This design comes from an exercise in tuning for small area, a short achievable clock period and few clock cycles on the open sky130 flow, not from production work.
Only simulation tests tie the RTL to the original design; equivalence was not proved.

==> design/flow/design.v <==
module aes_sbox (
    input  wire [7:0] a,
    output wire [7:0] y
);
    wire U0 = a[7], U1 = a[6], U2 = a[5], U3 = a[4];
    wire U4 = a[3], U5 = a[2], U6 = a[1], U7 = a[0];
    wire T1, T2, T3, T4, T5, T6, T7, T8, T9, T10, T11, T12;
    wire T13, T14, T15, T16, T17, T18, T19, T20, T21, T22, T23, T24;
    wire T25, T26, T27, M1, M2, M3, M4, M5, M6, M7, M8, M9;
    wire M10, M11, M12, M13, M14, M15, M16, M17, M18, M19, M20, M21;
    wire M22, M23, M24, M25, M26, M27, M28, M29, M30, M31, M32, M33;
    wire M34, M35, M36, M37, M38, M39, M40, M41, M42, M43, M44, M45;
    wire M46, M47, M48, M49, M50, M51, M52, M53, M54, M55, M56, M57;
    wire M58, M59, M60, M61, M62, M63, L0, L1, L2, L3, L4, L5;
    wire L6, L7, L8, L9, L10, L11, L12, L13, L14, L15, L16, L17;
    wire L18, L19, L20, L21, L22, L23, L24, L25, L26, L27, L28, L29;
    sbg_xor2 g_T1 (.a(U0), .b(U3), .y(T1));
    sbg_xor2 g_T2 (.a(U0), .b(U5), .y(T2));
    sbg_xor2 g_T3 (.a(U0), .b(U6), .y(T3));
    sbg_xor2 g_T4 (.a(U3), .b(U5), .y(T4));
    sbg_xor2 g_T5 (.a(U4), .b(U6), .y(T5));
    sbg_xor2 g_T6 (.a(T1), .b(T5), .y(T6));
    sbg_xor2 g_T7 (.a(U1), .b(U2), .y(T7));
    sbg_xor2 g_T8 (.a(U7), .b(T6), .y(T8));
    sbg_xor2 g_T9 (.a(U7), .b(T7), .y(T9));
    sbg_xor2 g_T10 (.a(T6), .b(T7), .y(T10));
    sbg_xor2 g_T11 (.a(U1), .b(U5), .y(T11));
    sbg_xor2 g_T12 (.a(U2), .b(U5), .y(T12));
    sbg_xor2 g_T13 (.a(T3), .b(T4), .y(T13));
    sbg_xor2 g_T14 (.a(T6), .b(T11), .y(T14));
    sbg_xor2 g_T15 (.a(T5), .b(T11), .y(T15));
    sbg_xor2 g_T16 (.a(T5), .b(T12), .y(T16));
    sbg_xor2 g_T17 (.a(T9), .b(T16), .y(T17));
    sbg_xor2 g_T18 (.a(U3), .b(U7), .y(T18));
    sbg_xor2 g_T19 (.a(T7), .b(T18), .y(T19));
    sbg_xor2 g_T20 (.a(T1), .b(T19), .y(T20));
    sbg_xor2 g_T21 (.a(U6), .b(U7), .y(T21));
    sbg_xor2 g_T22 (.a(T7), .b(T21), .y(T22));
    sbg_xor2 g_T23 (.a(T2), .b(T22), .y(T23));
    sbg_xor2 g_T24 (.a(T2), .b(T10), .y(T24));
    sbg_xor2 g_T25 (.a(T20), .b(T17), .y(T25));
    sbg_xor2 g_T26 (.a(T3), .b(T16), .y(T26));
    sbg_xor2 g_T27 (.a(T1), .b(T12), .y(T27));
    sbg_nand2 g_M1 (.a(T13), .b(T6), .y(M1));
    sbg_nand2 g_M2 (.a(T23), .b(T8), .y(M2));
    sbg_xnor2 g_M3 (.a(T14), .b(M1), .y(M3));
    sbg_nand2 g_M4 (.a(T19), .b(U7), .y(M4));
    sbg_xor2 g_M5 (.a(M4), .b(M1), .y(M5));
    sbg_nand2 g_M6 (.a(T3), .b(T16), .y(M6));
    sbg_nand2 g_M7 (.a(T22), .b(T9), .y(M7));
    sbg_xnor2 g_M8 (.a(T26), .b(M6), .y(M8));
    sbg_nand2 g_M9 (.a(T20), .b(T17), .y(M9));
    sbg_xor2 g_M10 (.a(M9), .b(M6), .y(M10));
    sbg_nand2 g_M11 (.a(T1), .b(T15), .y(M11));
    sbg_nand2 g_M12 (.a(T4), .b(T27), .y(M12));
    sbg_xor2 g_M13 (.a(M12), .b(M11), .y(M13));
    sbg_nand2 g_M14 (.a(T2), .b(T10), .y(M14));
    sbg_xor2 g_M15 (.a(M14), .b(M11), .y(M15));
    sbg_xnor2 g_M16 (.a(M3), .b(M2), .y(M16));
    sbg_xor2 g_M17 (.a(M5), .b(T24), .y(M17));
    sbg_xnor2 g_M18 (.a(M8), .b(M7), .y(M18));
    sbg_xor2 g_M19 (.a(M10), .b(M15), .y(M19));
    sbg_xor2 g_M20 (.a(M16), .b(M13), .y(M20));
    sbg_xor2 g_M21 (.a(M17), .b(M15), .y(M21));
    sbg_xor2 g_M22 (.a(M18), .b(M13), .y(M22));
    sbg_xor2 g_M23 (.a(M19), .b(T25), .y(M23));
    sbg_xor2 g_M24 (.a(M22), .b(M23), .y(M24));
    sbg_nand2 g_M25 (.a(M22), .b(M20), .y(M25));
    sbg_xnor2 g_M26 (.a(M21), .b(M25), .y(M26));
    sbg_xor2 g_M27 (.a(M20), .b(M21), .y(M27));
    sbg_xnor2 g_M28 (.a(M23), .b(M25), .y(M28));
    sbg_nand2 g_M29 (.a(M28), .b(M27), .y(M29));
    sbg_nand2 g_M30 (.a(M26), .b(M24), .y(M30));
    sbg_nand2 g_M31 (.a(M20), .b(M23), .y(M31));
    sbg_nand2b g_M32 (.an(M31), .b(M27), .y(M32));
    sbg_xnor2 g_M33 (.a(M27), .b(M25), .y(M33));
    sbg_nand2 g_M34 (.a(M21), .b(M22), .y(M34));
    sbg_nand2b g_M35 (.an(M34), .b(M24), .y(M35));
    sbg_xnor2 g_M36 (.a(M24), .b(M25), .y(M36));
    sbg_xnor2 g_M37 (.a(M21), .b(M29), .y(M37));
    sbg_xnor2 g_M38 (.a(M32), .b(M33), .y(M38));
    sbg_xnor2 g_M39 (.a(M23), .b(M30), .y(M39));
    sbg_xnor2 g_M40 (.a(M35), .b(M36), .y(M40));
    sbg_xor2 g_M41 (.a(M38), .b(M40), .y(M41));
    sbg_xor2 g_M42 (.a(M37), .b(M39), .y(M42));
    sbg_xor2 g_M43 (.a(M37), .b(M38), .y(M43));
    sbg_xor2 g_M44 (.a(M39), .b(M40), .y(M44));
    sbg_xor2 g_M45 (.a(M42), .b(M41), .y(M45));
    sbg_nand2 g_M46 (.a(M44), .b(T6), .y(M46));
    sbg_nand2 g_M47 (.a(M40), .b(T8), .y(M47));
    sbg_nand2 g_M48 (.a(M39), .b(U7), .y(M48));
    sbg_nand2 g_M49 (.a(M43), .b(T16), .y(M49));
    sbg_nand2 g_M50 (.a(M38), .b(T9), .y(M50));
    sbg_nand2 g_M51 (.a(M37), .b(T17), .y(M51));
    sbg_nand2 g_M52 (.a(M42), .b(T15), .y(M52));
    sbg_nand2 g_M53 (.a(M45), .b(T27), .y(M53));
    sbg_nand2 g_M54 (.a(M41), .b(T10), .y(M54));
    sbg_nand2 g_M55 (.a(M44), .b(T13), .y(M55));
    sbg_nand2 g_M56 (.a(M40), .b(T23), .y(M56));
    sbg_nand2 g_M57 (.a(M39), .b(T19), .y(M57));
    sbg_nand2 g_M58 (.a(M43), .b(T3), .y(M58));
    sbg_nand2 g_M59 (.a(M38), .b(T22), .y(M59));
    sbg_nand2 g_M60 (.a(M37), .b(T20), .y(M60));
    sbg_nand2 g_M61 (.a(M42), .b(T1), .y(M61));
    sbg_nand2 g_M62 (.a(M45), .b(T4), .y(M62));
    sbg_nand2 g_M63 (.a(M41), .b(T2), .y(M63));
    sbg_xor2 g_L0 (.a(M61), .b(M62), .y(L0));
    sbg_xor2 g_L1 (.a(M50), .b(M56), .y(L1));
    sbg_xor2 g_L2 (.a(M46), .b(M48), .y(L2));
    sbg_xor2 g_L3 (.a(M47), .b(M55), .y(L3));
    sbg_xor2 g_L4 (.a(M54), .b(M58), .y(L4));
    sbg_xor2 g_L5 (.a(M49), .b(M61), .y(L5));
    sbg_xnor2 g_L6 (.a(M62), .b(L5), .y(L6));
    sbg_xnor2 g_L7 (.a(M46), .b(L3), .y(L7));
    sbg_xor2 g_L8 (.a(M51), .b(M59), .y(L8));
    sbg_xor2 g_L9 (.a(M52), .b(M53), .y(L9));
    sbg_xnor2 g_L10 (.a(M53), .b(L4), .y(L10));
    sbg_xnor2 g_L11 (.a(M60), .b(L2), .y(L11));
    sbg_xor2 g_L12 (.a(M48), .b(M51), .y(L12));
    sbg_xnor2 g_L13 (.a(M50), .b(L0), .y(L13));
    sbg_xor2 g_L14 (.a(M52), .b(M61), .y(L14));
    sbg_xnor2 g_L15 (.a(M55), .b(L1), .y(L15));
    sbg_xnor2 g_L16 (.a(M56), .b(L0), .y(L16));
    sbg_xnor2 g_L17 (.a(M57), .b(L1), .y(L17));
    sbg_xnor2 g_L18 (.a(M58), .b(L8), .y(L18));
    sbg_xnor2 g_L19 (.a(M63), .b(L4), .y(L19));
    sbg_xor2 g_L20 (.a(L0), .b(L1), .y(L20));
    sbg_xor2 g_L21 (.a(L1), .b(L7), .y(L21));
    sbg_xor2 g_L22 (.a(L3), .b(L12), .y(L22));
    sbg_xor2 g_L23 (.a(L18), .b(L2), .y(L23));
    sbg_xor2 g_L24 (.a(L15), .b(L9), .y(L24));
    sbg_xor2 g_L25 (.a(L6), .b(L10), .y(L25));
    sbg_xor2 g_L26 (.a(L7), .b(L9), .y(L26));
    sbg_xor2 g_L27 (.a(L8), .b(L10), .y(L27));
    sbg_xor2 g_L28 (.a(L11), .b(L14), .y(L28));
    sbg_xor2 g_L29 (.a(L11), .b(L17), .y(L29));
    sbg_xor2 g_y7 (.a(L6), .b(L24), .y(y[7]));
    sbg_xnor2 g_y6 (.a(L16), .b(L26), .y(y[6]));
    sbg_xnor2 g_y5 (.a(L19), .b(L28), .y(y[5]));
    sbg_xor2 g_y4 (.a(L6), .b(L21), .y(y[4]));
    sbg_xor2 g_y3 (.a(L20), .b(L22), .y(y[3]));
    sbg_xor2 g_y2 (.a(L25), .b(L29), .y(y[2]));
    sbg_xnor2 g_y1 (.a(L13), .b(L27), .y(y[1]));
    sbg_xnor2 g_y0 (.a(L6), .b(L23), .y(y[0]));
endmodule
module sbg_xor2 (input wire a, input wire b, output wire y);
    assign y = a ^ b;
endmodule
module sbg_xnor2 (input wire a, input wire b, output wire y);
    assign y = ~(a ^ b);
endmodule
module sbg_nand2 (input wire a, input wire b, output wire y);
    assign y = ~(a & b);
endmodule
module sbg_nand2b (input wire an, input wire b, output wire y);
    assign y = ~(~an & b);
endmodule
module sbg_aoi222 (input wire a, input wire b, input wire c, input wire d,
                   input wire e, input wire f, output wire y);
    assign y = ~((a & b) | (c & d) | (e & f));
endmodule
module xor8 (input wire [7:0] a, input wire [7:0] b, output wire [7:0] y);
    genvar i;
    generate
        for (i = 0; i < 8; i = i + 1) begin : g
            sbg_xor2 u (.a(a[i]), .b(b[i]), .y(y[i]));
        end
    endgenerate
endmodule
module xtime8 (input wire [7:0] a, output wire [7:0] y);
    assign y[0] = a[7];
    sbg_xor2 u1 (.a(a[0]), .b(a[7]), .y(y[1]));
    assign y[2] = a[1];
    sbg_xor2 u3 (.a(a[2]), .b(a[7]), .y(y[3]));
    sbg_xor2 u4 (.a(a[3]), .b(a[7]), .y(y[4]));
    assign y[7:5] = a[6:4];
endmodule
module sbg_aoi22 (input wire a, input wire b, input wire c, input wire d, output wire y);
    assign y = ~((a & b) | (c & d));
endmodule
module sbg_mux2 (input wire a, input wire b, input wire s, output wire y);
    assign y = s ? b : a;
endmodule
module ite_cmac (
    input  wire         clk,
    input  wire         rst,
    output reg          ready,
    input  wire         key_load,
    input  wire [255:0] key,
    output reg          kcv_valid,
    output wire [23:0]  kcv,
    input  wire         msg_start,
    input  wire [15:0]  tenant,
    input  wire [15:0]  ns,
    input  wire [63:0]  lba,
    input  wire [31:0]  zgen,
    input  wire [31:0]  key_id,
    input  wire         blk_valid,
    output reg          blk_ready,
    input  wire [127:0] blk_data,
    output reg          tag_valid,
    output wire [127:0] tag
);
    localparam [1:0] K_L   = 2'd0,     
                     K_KCV = 2'd1,     
                     K_MSG = 2'd2;     
    reg          busy;         
    reg          waiting;      
    reg          kstart;       
    reg          kcap;         
    reg          k1start;      
    reg  [1:0]   kind;
    reg  [3:0]   rnd;          
    reg          last;         
    reg  [8:0]   blk;          
    reg  [127:0] state;        
    reg  [255:0] key_r;        
    reg  [255:0] kw;           
    reg  [127:0] k1;           
    reg  [31:0]  kid;          
    function [7:0] xtime;
        input [7:0] b;
        xtime = {b[6:0], 1'b0} ^ (b[7] ? 8'h1b : 8'h00);
    endfunction
    function [15:0] le16;
        input [15:0] v;
        le16 = {v[7:0], v[15:8]};
    endfunction
    function [31:0] le32;
        input [31:0] v;
        le32 = {v[7:0], v[15:8], v[23:16], v[31:24]};
    endfunction
    function [63:0] le64;
        input [63:0] v;
        le64 = {le32(v[31:0]), le32(v[63:32])};
    endfunction
    genvar g;
    wire [31:0] kw_last = kw[31:0];
    wire [31:0] kw_sub;
    aes_sbox u_ks0 (.a(kw_last[31:24]), .y(kw_sub[31:24]));
    aes_sbox u_ks1 (.a(kw_last[23:16]), .y(kw_sub[23:16]));
    aes_sbox u_ks2 (.a(kw_last[15:8]),  .y(kw_sub[15:8]));
    aes_sbox u_ks3 (.a(kw_last[7:0]),   .y(kw_sub[7:0]));
    reg [7:0] rcon;
    always @(*) begin
        case (rnd[3:1])
            3'd0:    rcon = 8'h01;    
            3'd1:    rcon = 8'h02;    
            3'd2:    rcon = 8'h04;
            3'd3:    rcon = 8'h08;
            3'd4:    rcon = 8'h10;
            3'd5:    rcon = 8'h20;
            default: rcon = 8'h40;    
        endcase
    end
    wire [31:0] kt  = rnd[0] ? ({kw_sub[23:0], kw_sub[31:24]} ^ {rcon, 24'h0}) : kw_sub;
    wire [31:0] p1  = kw[255:224] ^ kw[223:192];
    wire [31:0] p2  = p1 ^ kw[191:160];
    wire [31:0] p3  = p2 ^ kw[159:128];
    wire [127:0] kw_nx;
    generate
        for (g = 0; g < 32; g = g + 1) begin : g_nw
            sbg_xor2 u_n0 (.a(kw[224+g]), .b(kt[g]), .y(kw_nx[96+g]));
            sbg_xor2 u_n1 (.a(p1[g]),     .b(kt[g]), .y(kw_nx[64+g]));
            sbg_xor2 u_n2 (.a(p2[g]),     .b(kt[g]), .y(kw_nx[32+g]));
            sbg_xor2 u_n3 (.a(p3[g]),     .b(kt[g]), .y(kw_nx[g]));
        end
    endgenerate
    wire [127:0] rk_cur = kw[127:0];
    wire [127:0] rk0    = key_r[255:128];
    wire [127:0] sb;
    generate
        for (g = 0; g < 16; g = g + 1) begin : g_sb
            aes_sbox u_sb (.a(state[127-8*g -: 8]), .y(sb[127-8*g -: 8]));
        end
    endgenerate
    wire [127:0] sr;
    genvar c, r;
    generate
        for (c = 0; c < 4; c = c + 1) begin : g_sr_c
            for (r = 0; r < 4; r = r + 1) begin : g_sr_r
                assign sr[127-8*(4*c+r) -: 8] = sb[127-8*(4*((c+r)%4)+r) -: 8];
            end
        end
    endgenerate
    wire [127:0] mc;
    generate
        for (c = 0; c < 4; c = c + 1) begin : g_mc
            wire [7:0] a0 = sr[127-32*c    -: 8];
            wire [7:0] a1 = sr[127-32*c-8  -: 8];
            wire [7:0] a2 = sr[127-32*c-16 -: 8];
            wire [7:0] a3 = sr[127-32*c-24 -: 8];
            wire [7:0] s01, s12, s23, s30, u0, u1, u2, u3, x0, x1, x2, x3;
            xor8   u_s01 (.a(a0), .b(a1), .y(s01));
            xor8   u_s12 (.a(a1), .b(a2), .y(s12));
            xor8   u_s23 (.a(a2), .b(a3), .y(s23));
            xor8   u_s30 (.a(a3), .b(a0), .y(s30));
            xor8   u_u0  (.a(a1), .b(s23), .y(u0));
            xor8   u_u1  (.a(a2), .b(s30), .y(u1));
            xor8   u_u2  (.a(a3), .b(s01), .y(u2));
            xor8   u_u3  (.a(a0), .b(s12), .y(u3));
            xtime8 u_x0  (.a(s01), .y(x0));
            xtime8 u_x1  (.a(s12), .y(x1));
            xtime8 u_x2  (.a(s23), .y(x2));
            xtime8 u_x3  (.a(s30), .y(x3));
            xor8   u_m0  (.a(u0), .b(x0), .y(mc[127-32*c    -: 8]));
            xor8   u_m1  (.a(u1), .b(x1), .y(mc[127-32*c-8  -: 8]));
            xor8   u_m2  (.a(u2), .b(x2), .y(mc[127-32*c-16 -: 8]));
            xor8   u_m3  (.a(u3), .b(x3), .y(mc[127-32*c-24 -: 8]));
        end
    endgenerate
    wire [127:0] hdr0 = {le16(tenant), le16(ns), le64(lba), le32(zgen)};
    wire [127:0] hdr1 = {le32(kid), 96'h0};
    wire msg_blk_end = busy && last && (kind == K_MSG);
    wire want_data   = waiting || (msg_blk_end && (blk != 9'd0) && (blk != 9'd257));
    wire take_data   = want_data && blk_valid;
    wire take_hdr1   = msg_blk_end && (blk == 9'd0);
    wire take_hdr0   = ready && !key_load && msg_start;
    wire last_data   = (blk == 9'd256);    
    wire         x_en   = take_hdr0 || take_hdr1 || take_data || kstart || k1start;
    wire         k1_sel = k1start || (take_data && last_data);
    wire         sel_mc = busy && !last;
    wire         sel_sr = busy && last;
    wire [127:0] n_rk, n_rk0, n_k1, n_in, z_1, z_2, z_add;
    wire [127:0] y_n, state_nx;
    generate
        for (g = 0; g < 128; g = g + 1) begin : g_nx
            sbg_nand2 u_a (.a(busy),   .b(rk_cur[g]), .y(n_rk[g]));
            sbg_nand2 u_b (.a(x_en),   .b(rk0[g]),    .y(n_rk0[g]));
            sbg_nand2 u_c (.a(k1_sel), .b(k1[g]),     .y(n_k1[g]));
            if (g >= 96) begin : g_h1
                sbg_aoi222 u_d (.a(take_hdr0), .b(hdr0[g]), .c(take_data), .d(blk_data[g]),
                                .e(take_hdr1), .f(hdr1[g]), .y(n_in[g]));
            end else begin : g_h0
                sbg_aoi22 u_d (.a(take_hdr0), .b(hdr0[g]), .c(take_data), .d(blk_data[g]),
                               .y(n_in[g]));
            end
            sbg_xor2 u_z1 (.a(n_rk[g]), .b(n_rk0[g]), .y(z_1[g]));
            sbg_xor2 u_z2 (.a(z_1[g]),  .b(n_k1[g]),  .y(z_2[g]));
            sbg_xor2  u_z3 (.a(z_2[g]),  .b(n_in[g]),  .y(z_add[g]));
            sbg_aoi222 u_y (.a(sel_mc), .b(mc[g]), .c(sel_sr), .d(sr[g]),
                            .e(waiting), .f(state[g]), .y(y_n[g]));
            sbg_xnor2  u_z (.a(y_n[g]), .b(z_add[g]), .y(state_nx[g]));
        end
    endgenerate
    wire kw_reload = !busy || last;
    wire [127:0] L_dbl = {state[126:0], 1'b0} ^ (state[127] ? 128'h87 : 128'h0);
    wire [255:0] kw_in = {kw[127:0], kw_nx};
    wire [255:0] kw_d;
    generate
        for (g = 0; g < 256; g = g + 1) begin : g_kw
            sbg_mux2 u_m (.a(kw_in[g]), .b(key_r[g]), .s(kw_reload), .y(kw_d[g]));
        end
    endgenerate
    assign tag = state;
    assign kcv = {state[111:104], state[119:112], state[127:120]};
    always @(posedge clk) begin
        state <= state_nx;
        kw    <= kw_d;
        if (ready && key_load) key_r <= key;
        if (take_hdr0) kid <= key_id;
        if (kcap) k1 <= L_dbl;
    end
    always @(posedge clk) begin
        if (rst) begin
            ready     <= 1'b1;
            busy      <= 1'b0;
            waiting   <= 1'b0;
            kstart    <= 1'b0;
            kcap      <= 1'b0;
            k1start   <= 1'b0;
            kind      <= K_L;
            rnd       <= 4'd1;
            last      <= 1'b0;
            blk       <= 9'd0;
            blk_ready <= 1'b0;
            kcv_valid <= 1'b0;
            tag_valid <= 1'b0;
        end else begin
            kcv_valid <= 1'b0;
            tag_valid <= 1'b0;
            kstart    <= 1'b0;
            kcap      <= 1'b0;
            k1start   <= kcap;
            if (ready && key_load) begin
                ready  <= 1'b0;
                kstart <= 1'b1;
            end else if (take_hdr0) begin
                ready <= 1'b0;
                busy  <= 1'b1;
                kind  <= K_MSG;
                blk   <= 9'd0;
                rnd   <= 4'd1;
                last  <= 1'b0;
            end
            if (kstart || k1start) begin
                busy <= 1'b1;
                kind <= kstart ? K_L : K_KCV;
                rnd  <= 4'd1;
                last <= 1'b0;
            end
            if (waiting && blk_valid) begin
                waiting   <= 1'b0;
                blk       <= blk + 9'd1;
                blk_ready <= 1'b0;
                busy      <= 1'b1;
                rnd       <= 4'd1;
                last      <= 1'b0;
            end
            if (busy) begin
                if (!last) begin
                    rnd  <= rnd + 4'd1;
                    last <= (rnd == 4'd13);
                    if (rnd == 4'd13 && kind == K_MSG && blk != 9'd0 && blk != 9'd257)
                        blk_ready <= 1'b1;
                end else begin
                    rnd  <= 4'd1;
                    last <= 1'b0;
                    case (kind)
                        K_L: begin
                            busy <= 1'b0;
                            kcap <= 1'b1;
                        end
                        K_KCV: begin
                            busy      <= 1'b0;
                            kcv_valid <= 1'b1;
                            ready     <= 1'b1;
                        end
                        default: begin
                            if (blk == 9'd257) begin
                                busy      <= 1'b0;
                                tag_valid <= 1'b1;
                                ready     <= 1'b1;
                            end else begin
                                if (blk == 9'd0) begin
                                    blk <= 9'd1;
                                end else if (blk_valid) begin
                                    blk       <= blk + 9'd1;
                                    blk_ready <= 1'b0;
                                end else begin
                                    busy    <= 1'b0;
                                    waiting <= 1'b1;
                                end
                            end
                        end
                    endcase
                end
            end
        end
    end
endmodule
==> design/flow/run.sh <==
#!/bin/bash
# synth_recipe.tcl (not shown) runs the flow's synth.tcl, then flattens the netlist and writes it again
# the make line also repeats each setting of config.mk as NAME=value (left out here)
make -C /OpenROAD-flow-scripts/flow DESIGN_CONFIG=/design/flow/config.mk WORK_HOME=/design/flow/orfs CLKGATE_MAP_FILE= SYNTH_SCRIPT=/design/flow/synth_recipe.tcl finish
==> design/flow/config.mk <==
export PLATFORM = sky130hd
export DESIGN_NAME = ite_cmac
export DESIGN_NICKNAME = ite_cmac
export VERILOG_FILES = /design/flow/design.v
export SDC_FILE = /design/flow/constraint.sdc
export NUM_CORES = 4
export LEC_CHECK = 0
export CAP_MARGIN = 20
export CELL_PAD_IN_SITES_DETAIL_PLACEMENT = 0
export CELL_PAD_IN_SITES_GLOBAL_PLACEMENT = 0
export CORE_MARGIN = 2
export CORE_UTILIZATION = 50
export PLACE_DENSITY = 0.65
export SETUP_SLACK_MARGIN = 3.5
export SLEW_MARGIN = 20
export SYNTH_HIERARCHICAL = 1
==> design/flow/constraint.sdc <==
create_clock -name core_clock -period 10.0 [get_ports {clk}]
set_input_delay 2.0000 -clock core_clock [delete_from_list [all_inputs] [get_ports {clk}]]
set_output_delay 2.0000 -clock core_clock [all_outputs]
set_load 0.01 [all_outputs]
==> impl_results.md, run 1 <==
* Tightest Pin Transition at between 1000 and 1500 ps
* Period minus WS final at 6280 ps
* Port bufs at roughly 700
* Syn Inst Count at slightly below 6000
* Area Growth Syn to Fin at 24.5%
* Final Skew at 76.2 ps
* Max Clk Rate at 159 MHz
* Reg-to-reg setup timing slack at approximately 3700 ps
* Drt wl/cell at 24.6 um
* First-pass GRT wire length at 289000 um
* Vias in the first global route at 43310
* Synthesis-stage register bit count at 825
* I/O pins at roughly 710
* WP data arrival at roughly 6900 ps
* Placed Instances at 8011
* Mapped cell area at 61200 um2
* CTS H-tree depth at 3
* Initial DRC count at 3905
* Synth area leaders: xor2_1 (34%), edfxtp_1 (20%), dfxtp_1 (13%)
* Row cnt at around 130
* CP Max Fanout at 6
* Die W at roughly 350 um
* Antenna violations before repair at 3
* Synth cell types at slightly above 50
* Critical path required time at 10610 ps
* CTS sink cnt at 825
* Finished Layout Cells at between 8000 and 9000
* Vias per cell at between 5 and 6
* Fraction of layout cells with a size suffix above 1 at between 10% and 20%
* Worst slack at placement at between 2000 and 3000 ps
* Reg clk slew, reported paths at 60 ps
* Post-Syn Nets at 6445
* Clk Tree Root Cell: clkbuf_16
* Total GRT Usage at a little under a third
* Total number of vias at 43539
* Ys async rst share at 0%
* FF-to-FF Start: state[41]
* Core area at 122000 um2
* Final WL at slightly above 200000 um
* Ys flop type: edfxtp_1
* Total gr overflow at 0
* Setup TNS at 0 ps
* Detailed Routing Iterations Pass 1 at 10
* HP Class: register to register
* Mean Syn Cell Area at 10.4 um2
* Final period utilization at 62.8%
* Initial core utilization at 50.3%
* Synth top area share at 34.5%
* CP startpoint kind: register
* Synth area leader: xor2_1
* Placer Congestion at 0.974
* CTS tree: built
* DRC at 0
* Status: no timing/DRC/antenna violations
* CP endpoint kind: register
* Clock latency (worst-skew pair) at 740 ps
* Worst setup margin at 3720 ps
* Commonest non-fill, non-tap cell in the layout: xor2_1
* RSZ-0062 raised after global routing: yes
* Largest net degree at the start of global routing at 128
* Total CTS buffers at 94
* # fillers at about 10000
* Max-cap violations at 0
* Hold Violations, Final at 0
* Die Y at 354 um
* Crit Path Category: register to register
* Sequential area share after synthesis at 33.8%
* Clk buf depth at 3
* Most frequent cells in the layout: xor2_1 (2169), nand2_1 (1039), clkdlybuf4s50_1 (704)
* Hold-critical path depth at 1
* Hold endpoint: kw[33]
* Hold wc startpoint: key_r[33]
* Post-route ant nets at 0
* Relative slew slack at a little under a fifth
* Die area at between 100000 and 150000 um2
* Nets at a little over 7000
* Slew Viols, Final at 0
* R2R Path End: state[123]
* Hpwl dp at between 150000 and 200000 um
* Setup Viol. Count Final at 0
* Placement Cell Area at roughly 69000 um2
* Yosys warns at 7
* Reg2reg path depth at 21
* Post-synth EDFFs at roughly 420
* Final Instance Area at 76300 um2
-- area by class of cell --
type | count | area (um2) | share of cell area, %
inverter | 6 | 33.8 | 0.0443
sequential | 825 | 20800 | 27.3
timing repair buffer | 823 | 8090 | 10.6
clock buffer | 126 | 2600 | 3.41
clock inverter | 52 | 581 | 0.761
multi-input combinational | 4814 | 42100 | 55.2
antenna | 1 | 2.50 | 0.00328
tap | 1625 | 2030 | 2.67
-- state kept, by name, indices dropped and copies added, names as in the netlist --
register / count
key_r: 256
kw: 256
k1: 128
state: 128
kid: 32
blk: 9
rnd: 4
kind: 2
blk_ready: 1
busy: 1
k1start: 1
kcap: 1
kcv_valid: 1
kstart: 1
last: 1
ready: 1
tag_valid: 1
waiting: 1
-- worst max path at each step --
stage,start,end,slack [ps],depth (start not counted)
final,state[41],state[123],3720,21
after CTS,state[103],state[73],3490,20
after floorplan,key_load,state[100],2590,9
after global placement,state[79],state[19],2840,21
after detailed placement,state[15],state[72],2800,19
after global routing,state[5],state[123],3330,22
-- synth_stat cells, types with 2 or more instances --
cell type / number
or3_1: 4
a31oi_1: 2
xnor2_1: 651
a22oi_2: 96
o211ai_1: 2
nand2_1: 1039
nor2b_1: 3
buf_1: 2
nand3b_1: 3
nor3_1: 7
mux2i_1: 2
and2_1: 3
mux2_4: 256
nor2_1: 28
a211oi_1: 4
mux2_2: 26
a222oi_1: 160
edfxtp_1: 416
ha_1: 5
nor4_1: 7
nand2b_1: 42
inv_1: 6
xor2_1: 2409
nand4_1: 2
clkbuf_1: 12
a21oi_1: 25
a221oi_1: 2
dfxtp_1: 409
nand3_1: 10
and3_1: 3
o21ai_0: 7
buf_4: 229
-- per-stage QoR --
step                      util [%]  hold WS [ps]
after floorplan                  -           440
after global placement        56.6           454
after global routing          62.6           457
final                         62.6           454
after CTS                     60.1           445
after detailed placement      56.6           459
-- Yosys stat by module, one instance, submodules excluded, a selection --
module,times used,cells inside
sbg_aoi22,96,1
sbg_nand2,1024,1
sbg_nand2b,40,1
xtime8,16,5
sbg_xnor2,648,1
ite_cmac,1,1283
sbg_mux2,256,1
sbg_aoi222,160,1
sbg_xor2,2304,1
-- worst max-delay path, cell delays in order, from the launching register on --
cell and delay (ps):
dfxtp_1 550, xor2_2 310, xor2_1 430, xor2_1 320, nand2_1 110, xor2_1 170, xor2_1 240, xor2_2 300
xor2_1 290, nand2_1 140, xnor2_2 320, xor2_1 330, xor2_1 220, nand2_1 150, xor2_1 370, xor2_1 260
xor2_2 360, xor2_1 400, xor2_1 240, xor2_1 100, a222oi_1 450, xnor2_1 160
-- layer usage --
metal / wire [um] / track usage (%)
met1: 86400 / 41.4
met2: 95000 / 51.1
met3: 14100 / 5.38
met4: 8190 / 11.4
met5: 11 / 0
-- timing repair --
action / 4_1_cts / 5_1_grt
gates resized for setup: 153 / 338
gates cloned: 0 / 0
hold buffers: 0 / 0
buffers inserted: 4 / 77
setup endpoints to repair: 136 / 189
pin swaps: 7 / 49
-- cell families (layout without fill, tap and decap cells) --
kind of cell | Yosys count | in the layout | synth area share [%]
AO/OA/AOI/OAI | 305 | 305 | 5.08
XOR/XNOR | 3060 | 3060 | 43.8
adder cells (fa/ha/maj) | 5 | 5 | 0.102
buffers and inverters | 252 | 1007 | 2.97
flip-flops | 825 | 825 | 33.8
multiplexers | 284 | 284 | 6.79
other | 0 | 1 | 0
AND/OR/NAND/NOR | 1160 | 1160 | 7.51
Testbench counts, summed over its fixed seeds: cycles 115,872.
==> run 2: changes to the inputs <==
--- a/design/flow/design.v
+++ b/design/flow/design.v
@@ -182,4 +182,7 @@
     assign y = s ? b : a;
 endmodule
+module sbg_ao22 (input wire a, input wire b, input wire c, input wire d, output wire y);
+    assign y = (a & b) | (c & d);
+endmodule
 module ite_cmac (
     input  wire         clk,
@@ -329,20 +332,23 @@
             sbg_nand2 u_b (.a(x_en),   .b(rk0[g]),    .y(n_rk0[g]));
             sbg_nand2 u_c (.a(k1_sel), .b(k1[g]),     .y(n_k1[g]));
+            sbg_xor2 u_z1 (.a(n_rk[g]), .b(n_rk0[g]), .y(z_1[g]));
+            sbg_xor2 u_z2 (.a(z_1[g]),  .b(n_k1[g]),  .y(z_2[g]));
+            sbg_aoi222 u_y (.a(sel_mc), .b(mc[g]), .c(sel_sr), .d(sr[g]),
+                            .e(waiting), .f(state[g]), .y(y_n[g]));
             if (g >= 96) begin : g_h1
                 sbg_aoi222 u_d (.a(take_hdr0), .b(hdr0[g]), .c(take_data), .d(blk_data[g]),
                                 .e(take_hdr1), .f(hdr1[g]), .y(n_in[g]));
+                sbg_xor2   u_z3 (.a(z_2[g]),  .b(n_in[g]),  .y(z_add[g]));
+                sbg_xnor2  u_z  (.a(y_n[g]), .b(z_add[g]), .y(state_nx[g]));
             end else begin : g_h0
-                sbg_aoi22 u_d (.a(take_hdr0), .b(hdr0[g]), .c(take_data), .d(blk_data[g]),
-                               .y(n_in[g]));
+                sbg_ao22   u_d (.a(take_hdr0), .b(hdr0[g]), .c(take_data), .d(blk_data[g]),
+                                .y(n_in[g]));
+                sbg_xor2   u_z3 (.a(z_2[g]),  .b(n_in[g]),  .y(z_add[g]));
+                sbg_xor2   u_z  (.a(y_n[g]), .b(z_add[g]), .y(state_nx[g]));
             end
-            sbg_xor2 u_z1 (.a(n_rk[g]), .b(n_rk0[g]), .y(z_1[g]));
-            sbg_xor2 u_z2 (.a(z_1[g]),  .b(n_k1[g]),  .y(z_2[g]));
-            sbg_xor2  u_z3 (.a(z_2[g]),  .b(n_in[g]),  .y(z_add[g]));
-            sbg_aoi222 u_y (.a(sel_mc), .b(mc[g]), .c(sel_sr), .d(sr[g]),
-                            .e(waiting), .f(state[g]), .y(y_n[g]));
-            sbg_xnor2  u_z (.a(y_n[g]), .b(z_add[g]), .y(state_nx[g]));
         end
     endgenerate
     wire kw_reload = !busy || last;
+    wire kw_keep   = !kw_reload;
     wire [127:0] L_dbl = {state[126:0], 1'b0} ^ (state[127] ? 128'h87 : 128'h0);
     wire [255:0] kw_in = {kw[127:0], kw_nx};
@@ -350,5 +356,5 @@
     generate
         for (g = 0; g < 256; g = g + 1) begin : g_kw
-            sbg_mux2 u_m (.a(kw_in[g]), .b(key_r[g]), .s(kw_reload), .y(kw_d[g]));
+            sbg_ao22 u_m (.a(kw_in[g]), .b(kw_keep), .c(key_r[g]), .d(kw_reload), .y(kw_d[g]));
         end
     endgenerate
==> run 2 against run 1 <==
  * Non-clock buffer count increased by 23
  * Sequential share of layout area grew 0.73 points
  * Worst setup slack improved by 41 ps
  * Sequential cell count did not move
  * Cell count down 0.82%
  * Area after synthesis shrank 3.2%
  * Via count is 2.2% higher
  * Register-to-register slack improved by 40 ps
  * Still clean on timing, DRC and antenna
==> impl_results.md, run 2 <==
* Core area at 118000 um2 (-3.2%)
* Relative slew slack at 15.7% (-2.5 points)
* First-pass GRT wire length at 290000 um (+0.12%)
* Setup TNS at 0 ps (unchanged)
* Clk Tree Root Cell: clkbuf_16
* Detailed Routing Iterations Pass 1 at 10 (unchanged)
* Period minus WS final at 6240 ps (-40.6 ps)
* Ys flop type: edfxtp_1
* Worst slack at placement at 2710 ps (-93.4 ps)
* Hold-critical path depth at 1 (unchanged)
* Initial DRC count at 4463 (+14%)
* Post-Syn Nets at 6445 (unchanged)
* Die Y at 348 um (-1.6%)
* Critical path required time at 10540 ps (-70 ps)
* Row cnt at 126 (-1.6%)
* CP startpoint kind: register
* Area Growth Syn to Fin at 25.4%
* FF-to-FF Start: state[95]
* Status: no timing/DRC/antenna violations
* CP Max Fanout at 6 (unchanged)
* Reg clk slew, reported paths at 70 ps (about the same)
* Final WL at 205000 um (+0.81%)
* Die W at 348 um (-1.6%)
* Mean Syn Cell Area at 10.1 um2 (-3.2%)
* Met3 global-route usage at 5.95% (+0.58 points)
* Vias per cell at 5.43 (+3.1%)
* CTS H-tree depth at 3 (unchanged)
* Most numerous cell in the Yosys netlist: xor2_1
* CTS sink cnt at 825 (unchanged)
* Fraction of layout cells with a size suffix above 1 at 11.7% (-4.7 points)
* Die area at 121000 um2 (-3.2%)
* Drt wl/cell at 25.0 um (+1.6%)
* RSZ-0062 raised after global routing: yes
* Worst-path cell chain: xor2_4 > xor2_2 > xor2_1 > nand2_1 > xor2_1 > xor2_1 > xor2_2 > xor2_1 > nand2_1 > xnor2_2 > xor2_1 > xor2_1 > nand2_1 > xnor2_2 > xor2_1 > xor2_2 > xor2_1 > xor2_1 > xor2_1 > a222oi_1 > xor2_1
* Hpwl dp at 160000 um (about the same)
* Mapped cell area at 59300 um2 (-3.2%)
* Crit Path Category: register to register
* Synth area leader: xor2_1
* Max Clk Rate at 160 MHz (+0.65%)
* Most frequent cells in the layout: xor2_1 (2256), nand2_1 (1039), clkdlybuf4s50_1 (704)
* Hold wc startpoint: key_r[75]
* Vias in the first global route at 43302 (-0.018%)
* Antenna violations before repair at 5 (+2)
* Reg2reg path depth at 21 (unchanged)
* CP endpoint kind: register
* Sequential area share after synthesis at 34.9% (+1.1 points)
* Total gr overflow at 0 (unchanged)
* Kind of cell adding the most delay to the critical path: XOR/XNOR gates
* Setup Viol. Count Final at 0 (unchanged)
* CTS tree: built
* Clk buf depth at 3 (unchanged)
* Synth cell types at 50 (-2.0%)
* Worst setup margin at 3760 ps (+40.6 ps)
* Post-route ant nets at 0 (unchanged)
* Total CTS buffers at 93 (-1.1%)
* Port bufs at 704 (unchanged)
* CP Buf/Inv Count at 0 (unchanged)
* Most frequent CP cell: xor2_1
* Placer Congestion at 0.997 (+2.4%)
* HP Class: register to register
* Nets at 7140 (+0.31%)
* Commonest non-fill, non-tap cell in the layout: xor2_1
* Synthesis-stage register bit count at 825 (unchanged)
* Slew Viols, Final at 0 (unchanged)
* Slowest cell on crit path: dfxtp_2
* Total GRT Usage at 32.3% (+1.1 points)
* Clock latency (worst-skew pair) at 730 ps (about the same)
* Gr busiest metal: met2
* Syn Inst Count at 5891 (unchanged)
* Synth area leaders: xor2_1 (37%), edfxtp_1 (21%), dfxtp_1 (14%)
* Initial core utilization at 50.3% (about the same)
* Hold endpoint: kw[75]
* Final period utilization at 62.4% (-0.41 points)
* CP peak stage delay at 480 ps (-70 ps)
* Total number of vias at 44516 (+2.2%)
* Synth top area share at 37.0% (+2.6 points)
* Ys async rst share at 0% (unchanged)
* GR Util met1 at 42.9% (+1.5 points)
* Regs by FF count: key_r: 256 flops, kw: 256 flops
* DRC at 0 (unchanged)
* I/O pins at 705 (unchanged)
* WP data arrival at 6770 ps (-110 ps)
* Largest net degree at the start of global routing at 182 (+42%)
* Final Skew at 59.5 ps (-16.7 ps)
* Reg-to-reg setup timing slack at 3760 ps (+40 ps)
* Hold Violations, Final at 0 (unchanged)
* Post-synth EDFFs at 416 (unchanged)
* Tightest Pin Transition at 1260 ps (+36.8 ps)
* Max-cap violations at 0 (unchanged)
* Grt met2 use at 52.6% (+1.5 points)
* R2R Path End: state[67]
* CTS Hold Buffers Added at 0 (unchanged)
* List of most frequent post-synthesis cells: xor2_1 (2505), nand2_1 (1039), xnor2_1 (555)
* Yosys warns at 7 (unchanged)
[run 2: how the worst max path moves through the flow]
stage                          start  depth (start not counted)  slack, ps   endpoint
after global routing      state[119]                         23       3370  state[27]
after floorplan                 busy                          4        880   state[0]
after CTS                  state[20]                         21       3440  state[49]
after detailed placement   state[20]                         20       2710  state[49]
final                      state[95]                         21       3760  state[67]
after global placement     state[20]                         20       2740  state[49]
[run 2: logic make-up after synthesis]
family                   count (synthesis)  share of synthesized area, %
XOR/XNOR                              3060                          45.2
buffers and inverters                  252                          3.06
flip-flops                             825                          34.9
AO/OA/AOI/OAI                          561                          8.42
multiplexers                            28                         0.528
AND/OR/NAND/NOR                       1160                          7.76
adder cells (fa/ha/maj)                  5                         0.106
[run 2: per-layer routing]
metal | vias to the layer above | wire length, um
li1 | 20731 | -
met1 | 21875 | 85900
met2 | 1679 | 95800
met3 | 225 | 15700
met4 | 6 | 7860
met5 | - | 43
[run 2: layout make-up]
| class | count | area (um2) |
|---|---|---|
| antenna | 2 | 5.00 |
| clock buffer | 131 | 2600 |
| clock inverter | 44 | 596 |
| fill | 9762 | 43400 |
| inverter | 6 | 37.5 |
| multi-input combinational | 4814 | 40100 |
| sequential | 825 | 20800 |
| tap | 1536 | 1920 |
| timing repair buffer | 846 | 8200 |
[run 2: Yosys stat by module, one instance, submodules excluded, a selection]
module | cells | flops+latches | copies in the design
xtime8 | 5 | 0 | 16
ite_cmac | 1283 | 825 | 1
sbg_nand2 | 1 | 0 | 1024
sbg_xor2 | 1 | 0 | 2400
sbg_xnor2 | 1 | 0 | 552
sbg_ao22 | 1 | 0 | 352
sbg_aoi222 | 1 | 0 | 160
sbg_nand2b | 1 | 0 | 40
[run 2: per-stage QoR]
step           cell area, um2  util [%]  std cells  hold slack, ps
2_1_floorplan           59300         -       5891             436
3_3_place_gp            66900      56.8       7926             438
3_5_place_dp            66900      56.8       7926             442
4_1_cts                 71200      60.5       8110             408
5_1_grt                 74300      63.1       8202             436
6_report                74300      63.1       8204             421
[run 2: repair_timing]
item | in CTS | in global routing
setup buffers | 9 | 92
setup endpoints to repair | 142 | 211
pin swaps | 8 | 44
gates resized for setup | 148 | 360
gates cloned | 0 | 0
[run 2: worst register-to-register path, delay by kind of cell (launching register included)]
family          cells  cell delay [ps]
flops               1              480
compound gates      1              450
simple gates        3              430
xor+xnor           17             4700
Testbench counts of run 2, summed over its fixed seeds: cycles 115,872.
==> run 3: changes to the inputs <==
--- a/design/flow/config.mk
+++ b/design/flow/config.mk
@@ -11,4 +11,5 @@
 export CORE_MARGIN = 2
 export CORE_UTILIZATION = 50
+export CTS_BUF_LIST = sky130_fd_sc_hd__clkbuf_8 sky130_fd_sc_hd__clkbuf_4
 export PLACE_DENSITY = 0.65
 export SETUP_SLACK_MARGIN = 3.5
==> run 3 against run 2 <==
  * Still clean on timing, DRC and antenna
  * Area after synthesis unchanged
  * Sequential share of layout area barely moved
  * Design area fell by 0.13%
==> impl_results.md, run 3 <==
* CP Max Fanout at 7 (+1)
* Synth cell types at 50 (unchanged)
* Antenna violations before repair at 8 (+3)
* Total CTS buffers at 145 (+56%)
* Relative slew slack at 26.5% (+11 points)
* Initial DRC count at 4440 (-0.52%)
* FF/Latch Area at 20800 um2 (about the same)
* Clk Tree Root Cell: clkbuf_8
* Ys flop type: edfxtp_1
* Row cnt at 126 (unchanged)
* Total gr overflow at 0 (unchanged)
* Area Growth Syn to Fin at 25.2%
* Post-Syn Nets at 6445 (unchanged)
* Total number of vias at 44804 (+0.65%)
* Final period utilization at 63.3% (+0.88 points)
* Die W at 348 um (unchanged)
* Status: no timing/DRC/antenna violations
* Clock latency (worst-skew pair) at 880 ps (+150 ps)
* Synth top area share at 37.0% (unchanged)
* Most frequent cells in the layout: xor2_1 (2259), nand2_1 (1039), clkdlybuf4s50_1 (704)
* DRC at 0 (unchanged)
* Fraction of layout cells with a size suffix above 1 at 13.0% (+1.3 points)
* Final WL at 206000 um (+0.31%)
* Finished Layout Cells at 8299 (+1.2%)
* Fin Hold WS at 428 ps (+6.38 ps)
* Total GRT Usage at 32.5% (+0.20 points)
* Slew Viols, Final at 0 (unchanged)
* Reg-to-reg setup timing slack at 3670 ps (-90 ps)
* Critical path required time at 10800 ps (+260 ps)
* Tightest Pin Transition at 1100 ps (-162 ps)
* Vias per cell at 5.40 (-0.51%)
* Placed Instances at 7926 (unchanged)
* Reg2reg path depth at 21 (unchanged)
* Commonest non-fill, non-tap cell in the layout: xor2_1
* Worst setup path start: state[42]
* Max-cap violations at 0 (unchanged)
* WP data arrival at 7130 ps (+360 ps)
* Sequential area share after synthesis at 34.9% (unchanged)
* Die Y at 348 um (unchanged)
* FF-to-FF Start: state[42]
* Post-synth EDFFs at 416 (unchanged)
* CTS tree: built
* Vias in the first global route at 43812 (+1.2%)
* Slowest cell on crit path: a222oi_1
* Synthesis-stage register bit count at 825 (unchanged)
* CTS Hold Buffers Added at 0 (unchanged)
* RSZ-0062 raised after global routing: yes
* Crit Path Category: register to register
* Syn Inst Count at 5891 (unchanged)
* Worst-path cell chain: xor2_1 > xor2_2 > xor2_1 > nand2_1 > xor2_1 > xor2_1 > xor2_2 > xor2_1 > xnor2_1 > xnor2_2 > xor2_1 > xor2_1 > nand2_1 > xor2_2 > xnor2_1 > xnor2_2 > xor2_1 > xor2_1 > xor2_1 > a222oi_1 > xnor2_1
* # fillers at 9810 (+0.49%)
* Port bufs at 704 (unchanged)
* Ys async rst share at 0% (unchanged)
* Hold Violations, Final at 0 (unchanged)
* HP Class: register to register
* Synth area leader: xor2_1
* I/O pins at 705 (unchanged)
* Die area at 121000 um2 (unchanged)
* Setup Viol. Count Final at 0 (unchanged)
* R2R Path End: state[102]
* Detailed Routing Iterations Pass 1 at 10 (unchanged)
* Hpwl dp at 160000 um (unchanged)
* Core area at 118000 um2 (unchanged)
* Max Clk Rate at 158 MHz (-1.4%)
* Setup TNS at 0 ps (unchanged)
* Post-route ant nets at 0 (unchanged)
* CP startpoint kind: register
* Nets at 7189 (+0.69%)
* Placer Congestion at 0.997 (unchanged)
* Synth area leaders: xor2_1 (37%), edfxtp_1 (21%), dfxtp_1 (14%)
* Mapped cell area at 59300 um2 (unchanged)
* Largest net degree at the start of global routing at 182 (unchanged)
* Mean Syn Cell Area at 10.1 um2 (unchanged)
* Regs by FF count: key_r: 256 flops, kw: 256 flops
* CP endpoint kind: register
* First-pass GRT wire length at 291000 um (+0.39%)
* Initial core utilization at 50.3% (unchanged)
* Post-layout util at 63.0% (-0.083 points)
* Period minus WS final at 6330 ps (+88.2 ps)
* Final Skew at 46.2 ps (-13.3 ps)
* Most numerous cell in the Yosys netlist: xor2_1
* Multi-input gate area at 40000 um2 (-0.31%)
* CTS H-tree depth at 4 (+1)
* Clk buf depth at 3 (unchanged)
* CP peak stage delay at 680 ps (+200 ps)
* CP Capture Point: state[102]
* Drt wl/cell at 24.8 um (-0.84%)
* Most frequent CP cell: xor2_1
* CTS sink cnt at 825 (unchanged)
* List of most frequent post-synthesis cells: xor2_1 (2505), nand2_1 (1039), xnor2_1 (555)
* Yosys warns at 7 (unchanged)
* Reg clk slew, reported paths at 70 ps (about the same)
run 3: per-layer routing:
layer  GRT usage (%)  routed length, um
met5               0                 27
met4            11.7               7410
met3            7.35              16600
met2            52.8              96500
met1            42.4              85300
run 3: critical path, delay by kind of cell, from the launching register on:
family           cells  cell delay (ps)
AO/OA/AOI/OAI        1              680
XOR/XNOR            18             4680
flip-flops           1              550
AND/OR/NAND/NOR      2              320
run 3: per-stage QoR:
| step | setup WS [ps] | cell area (um2) |
|---|---|---|
| after CTS | 3400 | 71300 |
| after global placement | 2740 | 66900 |
| after global routing | 3380 | 74200 |
| after detailed placement | 2710 | 66900 |
| after floorplan | 880 | 59300 |
| final | 3670 | 74200 |
run 3: layout make-up:
| type | count | area share (%) |
|---|---|---|
| Antenna cell | 4 | 0.0135 |
| Clock buffer | 227 | 3.64 |
| Clock inverter | 44 | 0.695 |
| Inverter | 6 | 0.0506 |
| Multi-Input combinational cell | 4814 | 53.9 |
| Sequential cell | 825 | 28.0 |
| Tap cell | 1536 | 2.59 |
| Timing Repair Buffer | 843 | 11.1 |
run 3: worst min-delay path by stage:
stage	start	end	slack, ps	depth (start not counted)
floorplan	key_r[0]	kw[0]	440	1
global placement	key_r[50]	kw[50]	440	1
detailed placement	key_r[5]	kw[5]	440	1
CTS	key_r[124]	kw[124]	430	1
global route	key_r[124]	kw[124]	430	1
finish	key_r[37]	kw[37]	430	1
run 3: modules after synthesis (local to each module, per instance), excerpt:
module,times used,cells inside,area (um2)
ite_cmac,1,1283,24000
xtime8,16,5,37.5
sbg_aoi222,160,1,10.0
sbg_ao22,352,1,8.76
sbg_xnor2,552,1,8.76
sbg_xor2,2400,1,8.76
sbg_nand2b,40,1,6.26
sbg_nand2,1024,1,3.75
run 3: timing repair:
action,CTS,global route
buffers inserted,13,85
endpoints found under the setup margin,143,204
resized for setup,153,338
endpoints found under the hold margin,0,0
pin swaps,8,42
run 3: cell families (layout without fill, tap and decap cells):
family / Yosys count / after routing / synth area share, %
AO/OA/AOI/OAI: 561 / 561 / 8.42
XOR/XNOR: 3060 / 3060 / 45.2
adder cells (fa/ha/maj): 5 / 5 / 0.106
buffers and inverters: 252 / 1120 / 3.06
flip-flops: 825 / 825 / 34.9
multiplexers: 28 / 28 / 0.528
other: 0 / 4 / 0
AND/OR/NAND/NOR: 1160 / 1160 / 7.76
==> run 4: changes to the inputs <==
--- a/design/flow/config.mk
+++ b/design/flow/config.mk
@@ -11,7 +11,6 @@
 export CORE_MARGIN = 2
 export CORE_UTILIZATION = 50
-export CTS_BUF_LIST = sky130_fd_sc_hd__clkbuf_8 sky130_fd_sc_hd__clkbuf_4
 export PLACE_DENSITY = 0.65
-export SETUP_SLACK_MARGIN = 3.5
+export SETUP_SLACK_MARGIN = 4.0
 export SLEW_MARGIN = 20
 export SYNTH_HIERARCHICAL = 1
==> run 4 against run 3 <==
  * Area after synthesis did not move
  * Sequential share of layout area fell by 1.7 points
  * Clock skew rose by 11 ps
  * Worst setup slack improved by 400 ps
  * Non-clock buffer count rose by 197
  * Still clean on timing, DRC and antenna
  * Via count rose by 1.6%
  * Worst hold slack got worse by 10 ps
  * Largest cell class unchanged
==> impl_results.md, run 4 <==
* Status: no timing/DRC/antenna violations
* Final period utilization at 59.2% (-4.0 points)
* Clk Tree Root Cell: clkbuf_16
* Most numerous cell in the Yosys netlist: xor2_1
* Ys async rst share at 0% (unchanged)
* N_diodes at 0 (-4)
* Final WL at 211000 um (+2.4%)
* Ys flop type: edfxtp_1
* CTS H-tree depth at 3 (-1)
* Yosys warns at 7 (unchanged)
* Initial DRC count at 4486 (+1.0%)
* Crit Path Category: register to register
* Fin Hold WS at 418 ps (-9.97 ps)
* CTS tree: built
* Fraction of layout cells with a size suffix above 1 at 19.8% (+6.8 points)
* Most frequent cells in the layout: xor2_1 (1989), nand2_1 (1026), clkdlybuf4s50_1 (704)
* Detailed Routing Iterations Pass 1 at 11 (+1)
* CTS sink cnt at 825 (unchanged)
* Final Skew at 57.7 ps (+11.5 ps)
* Mapped cell area at 59300 um2 (unchanged)
* Die W at 348 um (unchanged)
* Nets at 7334 (+2.0%)
* RSZ-0062 raised after global routing: yes
* Hold-critical path depth at 1 (unchanged)
* Die area at 121000 um2 (unchanged)
* Clock latency (worst-skew pair) at 730 ps (-150 ps)
* Commonest non-fill, non-tap cell in the layout: xor2_1
* Max-cap violations at 0 (unchanged)
* Post-Syn Nets at 6445 (unchanged)
* Antenna violations before repair at 3 (-5)
* Slew Viols, Final at 0 (unchanged)
* Sequential area share after synthesis at 34.9% (unchanged)
* Relative slew slack at 20.6% (-5.9 points)
* DRC at 0 (unchanged)
* Setup Viol. Count Final at 0 (unchanged)
* Worst setup margin at 4080 ps (+405 ps)
* Final Instance Area at 79600 um2 (+7.3%)
* Synth area leader: xor2_1
* Drt wl/cell at 25.1 um (+1.3%)
* Mean Syn Cell Area at 10.1 um2 (unchanged)
* HP Class: register to register
* CP endpoint kind: register
* Placement Cell Area at 66900 um2 (unchanged)
* Regs by FF count: key_r: 256 flops, kw: 256 flops
* Reg2reg path depth at 24 (+14%)
* Setup TNS at 0 ps (unchanged)
* Max Clk Rate at 169 MHz (+6.8%)
* Vias in the first global route at 44346 (+1.2%)
* Reg clk slew, reported paths at 70 ps (about the same)
* Total gr overflow at 0 (unchanged)
* WP data arrival at 6520 ps (-610 ps)
* Synth top area share at 37.0% (unchanged)
* Row cnt at 126 (unchanged)
* Placer Congestion at 0.997 (unchanged)
* Die Y at 348 um (unchanged)
* Hpwl dp at 160000 um (unchanged)
* Post-synth EDFFs at 416 (unchanged)
* CTS Hold Buffers Added at 0 (unchanged)
* Core area at 118000 um2 (unchanged)
* Synthesis-stage register bit count at 825 (unchanged)
* Critical path required time at 10600 ps (-200 ps)
* Port bufs at 704 (unchanged)
* Total CTS buffers at 93 (-36%)
* Total number of vias at 45523 (+1.6%)
* First-pass GRT wire length at 295000 um (+1.3%)
* CP Max Fanout at 6 (-1)
* Initial core utilization at 50.3% (unchanged)
* Period minus WS final at 5920 ps (-405 ps)
* I/O pins at 705 (unchanged)
* Post-route ant nets at 0 (unchanged)
* Total GRT Usage at 32.9% (+0.38 points)
* Synth area leaders: xor2_1 (37%), edfxtp_1 (21%), dfxtp_1 (14%)
* Syn Inst Count at 5891 (unchanged)
* Worst slack at placement at 2710 ps (unchanged)
* CP startpoint kind: register
* Vias per cell at 5.42 (+0.43%)
* Clk buf depth at 3 (unchanged)
* Largest net degree at the start of global routing at 182 (unchanged)
* Hold Violations, Final at 0 (unchanged)
* List of most frequent post-synthesis cells: xor2_1 (2505), nand2_1 (1039), xnor2_1 (555)
* Synth cell types at 50 (unchanged)
* Tightest Pin Transition at 1190 ps (+88.7 ps)
* Area Growth Syn to Fin at 34.3%
[run 4: cell counts after synthesis]
Identical to the previous run, type by type.
[run 4: area by class of cell]
cell class              instances  area [um2]
clock buffers                 131        2600
repair buffers               1040        9790
well taps                    1536        1920
flip-flops and latches        825       21000
fillers                      9063       38100
clock inverters                44         596
multi-input cells            4814       43700
inverters                       6        37.5
[run 4: logic make-up (layout without fill, tap and decap cells)]
group | Yosys count | in the layout | synth area share, %
AO/OA/AOI/OAI | 561 | 561 | 8.42
XOR/XNOR | 3060 | 3060 | 45.2
adder cells (fa/ha/maj) | 5 | 5 | 0.106
buffers and inverters | 252 | 1221 | 3.06
flip-flops | 825 | 825 | 34.9
multiplexers | 28 | 28 | 0.528
AND/OR/NAND/NOR | 1160 | 1160 | 7.76
[run 4: worst paths after layout]
| kind | from | to | slack [ps] |
|---|---|---|---|
| hold / removal | key_r[75] | kw[75] | 420 |
| hold reg to reg | key_r[75] | kw[75] | 420 |
| setup / recovery | state[89] | state[65] | 4080 |
| setup reg to reg | state[89] | state[65] | 4080 |
[run 4: per-module statistics from Yosys (local to each module, per instance), a selection]
| module | cells | times used |
|---|---|---|
| ite_cmac | 1283 | 1 |
| sbg_ao22 | 1 | 352 |
| sbg_aoi222 | 1 | 160 |
| sbg_nand2 | 1 | 1024 |
| sbg_nand2b | 1 | 40 |
| sbg_xnor2 | 1 | 552 |
| sbg_xor2 | 1 | 2400 |
| xtime8 | 5 | 16 |
[run 4: timing repair]
action	in CTS	in global routing
endpoints found under the setup margin	206	255
pin swaps	72	176
setup buffers	120	175
resized for setup	491	537
endpoints found under the hold margin	0	0
[run 4: critical path, cell delays in order, from the launching register on]
cell	delay [ps]
dfxtp_2	480
xor2_4	280
xor2_2	270
buf_4	180
xor2_1	220
nand2_1	110
xnor2_1	200
xor2_1	270
buf_4	170
xor2_1	250
nand2_1	150
xnor2_2	320
xor2_2	280
xor2_1	290
nand2_1	200
xor2_2	250
xor2_1	260
xor2_2	170
buf_4	200
buf_12	120
xor2_4	230
xor2_1	210
xor2_1	140
a222oi_1	420
xor2_1	170
[run 4: layer usage]
metal  global-route usage [%]  vias up  part of all wire, %
met1                     42.9    22513                   40
met4                     14.6        4                  4.9
met5                        0        -                0.010
li1                         -    20904                    -
met2                     52.8     1798                   47
met3                     6.72      304                  8.0
[run 4: metrics by stage]
step,utilization (%),std cells
finish,67.6,8396
global route,67.6,8396
CTS,63.1,8221
detailed placement,56.8,7926
global placement,56.8,7926
floorplan,-,5891
==> run 5: changes to the inputs <==
--- a/design/flow/config.mk
+++ b/design/flow/config.mk
@@ -12,5 +12,5 @@
 export CORE_UTILIZATION = 50
 export PLACE_DENSITY = 0.65
-export SETUP_SLACK_MARGIN = 4.0
+export SETUP_SLACK_MARGIN = 3.0
 export SLEW_MARGIN = 20
 export SYNTH_HIERARCHICAL = 1
==> run 5 against run 4 <==
  * Still clean
  * Design area decreased by 10%
  * Global-route usage decreased by 0.75 points
  * Worst hold slack improved by 3.1 ps
  * First-iteration DRC count decreased by 0.62%
  * Critical path depth decreased by 3
  * Non-clock buffer count decreased by 291
  * Largest cell class unchanged
  * Highest routed layer unchanged
==> impl_results.md, run 5 <==
* Total CTS buffers at 93 (unchanged)
* Syn Inst Count at 5891 (unchanged)
* Commonest non-fill, non-tap cell in the layout: xor2_1
* CP endpoint kind: register
* Total number of vias at 43888 (-3.6%)
* Worst setup margin at 3300 ps (-774 ps)
* Fraction of layout cells with a size suffix above 1 at 6.07% (-14 points)
* Total gr overflow at 0 (unchanged)
* Finished Layout Cells at 8105 (-3.5%)
* Nets at 7043 (-4.0%)
* Post-layout util at 60.6% (-7.0 points)
* Initial core utilization at 50.3% (unchanged)
* Period minus WS final at 6700 ps (+774 ps)
* Ys flop type: edfxtp_1
* Final Instance Area at 71300 um2 (-10%)
* Post-route ant nets at 0 (unchanged)
* Clk Tree Root Cell: clkbuf_16
* Kind of cell adding the most delay to the critical path: XOR/XNOR gates
* Drt wl/cell at 25.0 um (-0.28%)
* Detailed Routing Iterations Pass 1 at 10 (-1)
* Sequential area share after synthesis at 34.9% (unchanged)
* CTS sink cnt at 825 (unchanged)
* Slowest cell on crit path: a222oi_1
* Max Clk Rate at 149 MHz (-12%)
* Ys async rst share at 0% (unchanged)
* Hold-critical path depth at 1 (unchanged)
* Placement Cell Area at 66900 um2 (unchanged)
* Most frequent CP cell: xor2_1
* Reg2reg path depth at 21 (-13%)
* Area Growth Syn to Fin at 20.4%
* Tightest Pin Transition at 1110 ps (-72.3 ps)
* Mapped cell area at 59300 um2 (unchanged)
* CP startpoint kind: register
* Final Skew at 63.1 ps (+5.45 ps)
* Setup Viol. Count Final at 0 (unchanged)
* Synth cell types at 50 (unchanged)
* Clock latency (worst-skew pair) at 720 ps (about the same)
* CP Max Fanout at 6 (unchanged)
* List of most frequent post-synthesis cells: xor2_1 (2505), nand2_1 (1039), xnor2_1 (555)
* Placed Instances at 7926 (unchanged)
* Die W at 348 um (unchanged)
* Vias in the first global route at 42975 (-3.1%)
* Synthesis-stage register bit count at 825 (unchanged)
* Regs by FF count: key_r: 256 flops, kw: 256 flops
* CP peak stage delay at 630 ps (+150 ps)
* Die area at 121000 um2 (unchanged)
* Worst slack at placement at 2710 ps (unchanged)
* I/O pins at 705 (unchanged)
* Worst-path cell chain: xor2_2 > xor2_1 > xor2_1 > nand2_1 > xor2_1 > xor2_1 > xor2_1 > xor2_1 > xnor2_1 > xnor2_1 > xor2_1 > xor2_1 > nand2_1 > xor2_1 > xor2_1 > xor2_2 > xor2_2 > xor2_1 > xor2_1 > a222oi_1 > xnor2_1
* CTS tree: built
* Initial DRC count at 4458 (-0.62%)
* Yosys warns at 7 (unchanged)
* N_diodes at 0 (unchanged)
* Crit Path Category: register to register
* Largest net degree at the start of global routing at 182 (unchanged)
* Post-synth EDFFs at 416 (unchanged)
* DRC at 0 (unchanged)
* Synth area leaders: xor2_1 (37%), edfxtp_1 (21%), dfxtp_1 (14%)
* Clk buf depth at 3 (unchanged)
* Synth top area share at 37.0% (unchanged)
* HP Class: register to register
* Die Y at 348 um (unchanged)
* Critical path depth at 21 (-13%)
* Critical path required time at 10610 ps (about the same)
* Most frequent cells in the layout: xor2_1 (2393), nand2_1 (1039), clkdlybuf4s50_1 (704)
* First-pass GRT wire length at 288000 um (-2.2%)
* Reg clk slew, reported paths at 70 ps (about the same)
* Synth area leader: xor2_1
* Placer Congestion at 0.997 (unchanged)
* Port bufs at 704 (unchanged)
* Hold Violations, Final at 0 (unchanged)
* Vias per cell at 5.41 (-0.13%)
* Fin Hold WS at 421 ps (+3.10 ps)
* Total GRT Usage at 32.2% (-0.75 points)
* Mean Syn Cell Area at 10.1 um2 (unchanged)
* CTS H-tree depth at 3 (unchanged)
* Row cnt at 126 (unchanged)
* Slew Viols, Final at 0 (unchanged)
* Final WL at 203000 um (-3.7%)
* Most numerous cell in the Yosys netlist: xor2_1
* CP Buf/Inv Count at 0 (-4)
* Post-Syn Nets at 6445 (unchanged)
* RSZ-0062 raised after global routing: no
* Core area at 118000 um2 (unchanged)
* Max-cap violations at 0 (unchanged)
* Status: no timing/DRC/antenna violations
* Relative slew slack at 25.4% (+4.8 points)
* Final period utilization at 67.0% (+7.7 points)
* # fillers at 10072 (+11%)
* Setup TNS at 0 ps (unchanged)
* WP data arrival at 7300 ps (+780 ps)
* Antenna violations before repair at 4 (+1)
* Hpwl dp at 160000 um (unchanged)
run 5: cell counts after synthesis:
No cell type changed its count.
run 5: cell type report:
cell class | count | area (um2) | area share (%)
clock inverters | 44 | 596 | 0.835
clock buffers | 131 | 2600 | 3.65
well taps | 1536 | 1920 | 2.69
multi-input cells | 4814 | 38000 | 53.3
flip-flops and latches | 825 | 20700 | 29.0
repair buffers | 749 | 7450 | 10.4
inverters | 6 | 37.5 | 0.0526
run 5: path summary, 6_finish.rpt:
check | start | to | slack [ps]
hold reg to reg | key_r[75] | kw[75] | 420
setup / recovery | state[41] | state[113] | 3300
hold / removal | key_r[75] | kw[75] | 420
setup reg to reg | state[41] | state[113] | 3300
run 5: what timing repair did:
item / 4_1_cts / 5_1_grt
setup endpoints to repair: 34 / 136
hold buffers: 0 / 0
resized for setup: 11 / 157
setup buffers: 0 / 4
pin swaps: 0 / 5
run 5: logic make-up after synthesis:
family,count (synthesis),share of synthesized area [%]
xor gates and xnor gates,3060,45.2
muxes,28,0.528
DFF,825,34.9
buffers and inverters,252,3.06
adders and majority gates,5,0.106
AOI/OAI and AO/OA,561,8.42
and+or+nand+nor,1160,7.76
run 5: metal layers:
metal  GRT usage, %  wire (um)  vias to the layer above
met3           6.09      15700                      209
li1               -          -                    20630
met5              0         12                        -
met4           11.8       7820                        2
met2           52.3      94100                     1631
met1           42.5      85400                    21416
run 5: worst register-to-register path: stages (launching register included):
cell      delay (ps)
dfxtp_1          600
xor2_2           320
xor2_1           430
xor2_1           320
nand2_1          110
xor2_1           170
xor2_1           190
xor2_1           410
xor2_1           290
xnor2_1          120
xnor2_1          360
xor2_1           350
xor2_1           230
nand2_1          120
xor2_1           320
xor2_1           270
xor2_2           400
xor2_2           390
xor2_1           230
xor2_1           140
a222oi_1         630
xnor2_1          190
run 5: per-module statistics from Yosys (local to each module, per instance), a selection:
module | area [um2] | flops+latches | cells | times used
sbg_nand2b | 6.26 | 0 | 1 | 40
sbg_nand2 | 3.75 | 0 | 1 | 1024
sbg_xnor2 | 8.76 | 0 | 1 | 552
ite_cmac | 24000 | 825 | 1283 | 1
sbg_aoi222 | 10.0 | 0 | 1 | 160
sbg_xor2 | 8.76 | 0 | 1 | 2400
xtime8 | 37.5 | 0 | 5 | 16
sbg_ao22 | 8.76 | 0 | 1 | 352

[re-timing with driven ports]
The flow's constraints put no driver on any port. The routed layouts listed below were extracted and timed again, unchanged, in two steps.
Step 1 (the two cells are an assumption about what drives the block):
set clk [get_ports {clk}]
set_driving_cell -lib_cell sky130_fd_sc_hd__clkbuf_16 $clk
set_driving_cell -lib_cell sky130_fd_sc_hd__buf_2 [delete_from_list [all_inputs] $clk]
Step 2 times the ports against the registers' clock, not the clock port: input delays grow and output delays shrink by t, the midpoint of the rising clock arrivals with the driver on.
a / b / c = no drivers / after step 1 / after step 2; a / b = the first two.
| run | shift t [ns] | setup slack, ns | slew at the worst register clock pin (ns) |
|---|---|---|---|
| run 1 | 0.778 | 3.721 / 3.721 / 3.343 | 0.07 / 0.07 |
| run 2 | 0.772 | 3.762 / 3.762 / 3.162 | 0.07 / 0.07 |
| run 3 | 0.938 | 3.673 / 3.673 / 3.170 | 0.08 / 0.08 |
| run 4 | 0.774 | 4.078 / 4.078 / 3.392 | 0.07 / 0.07 |
| run 5 | 0.769 | 3.304 / 3.304 / 3.162 | 0.07 / 0.07 |
After both steps every run listed still meets setup and hold. The setup slack of run 4, which loses most, moves by 0.000 ns with the drivers and by -0.686 ns with both steps.
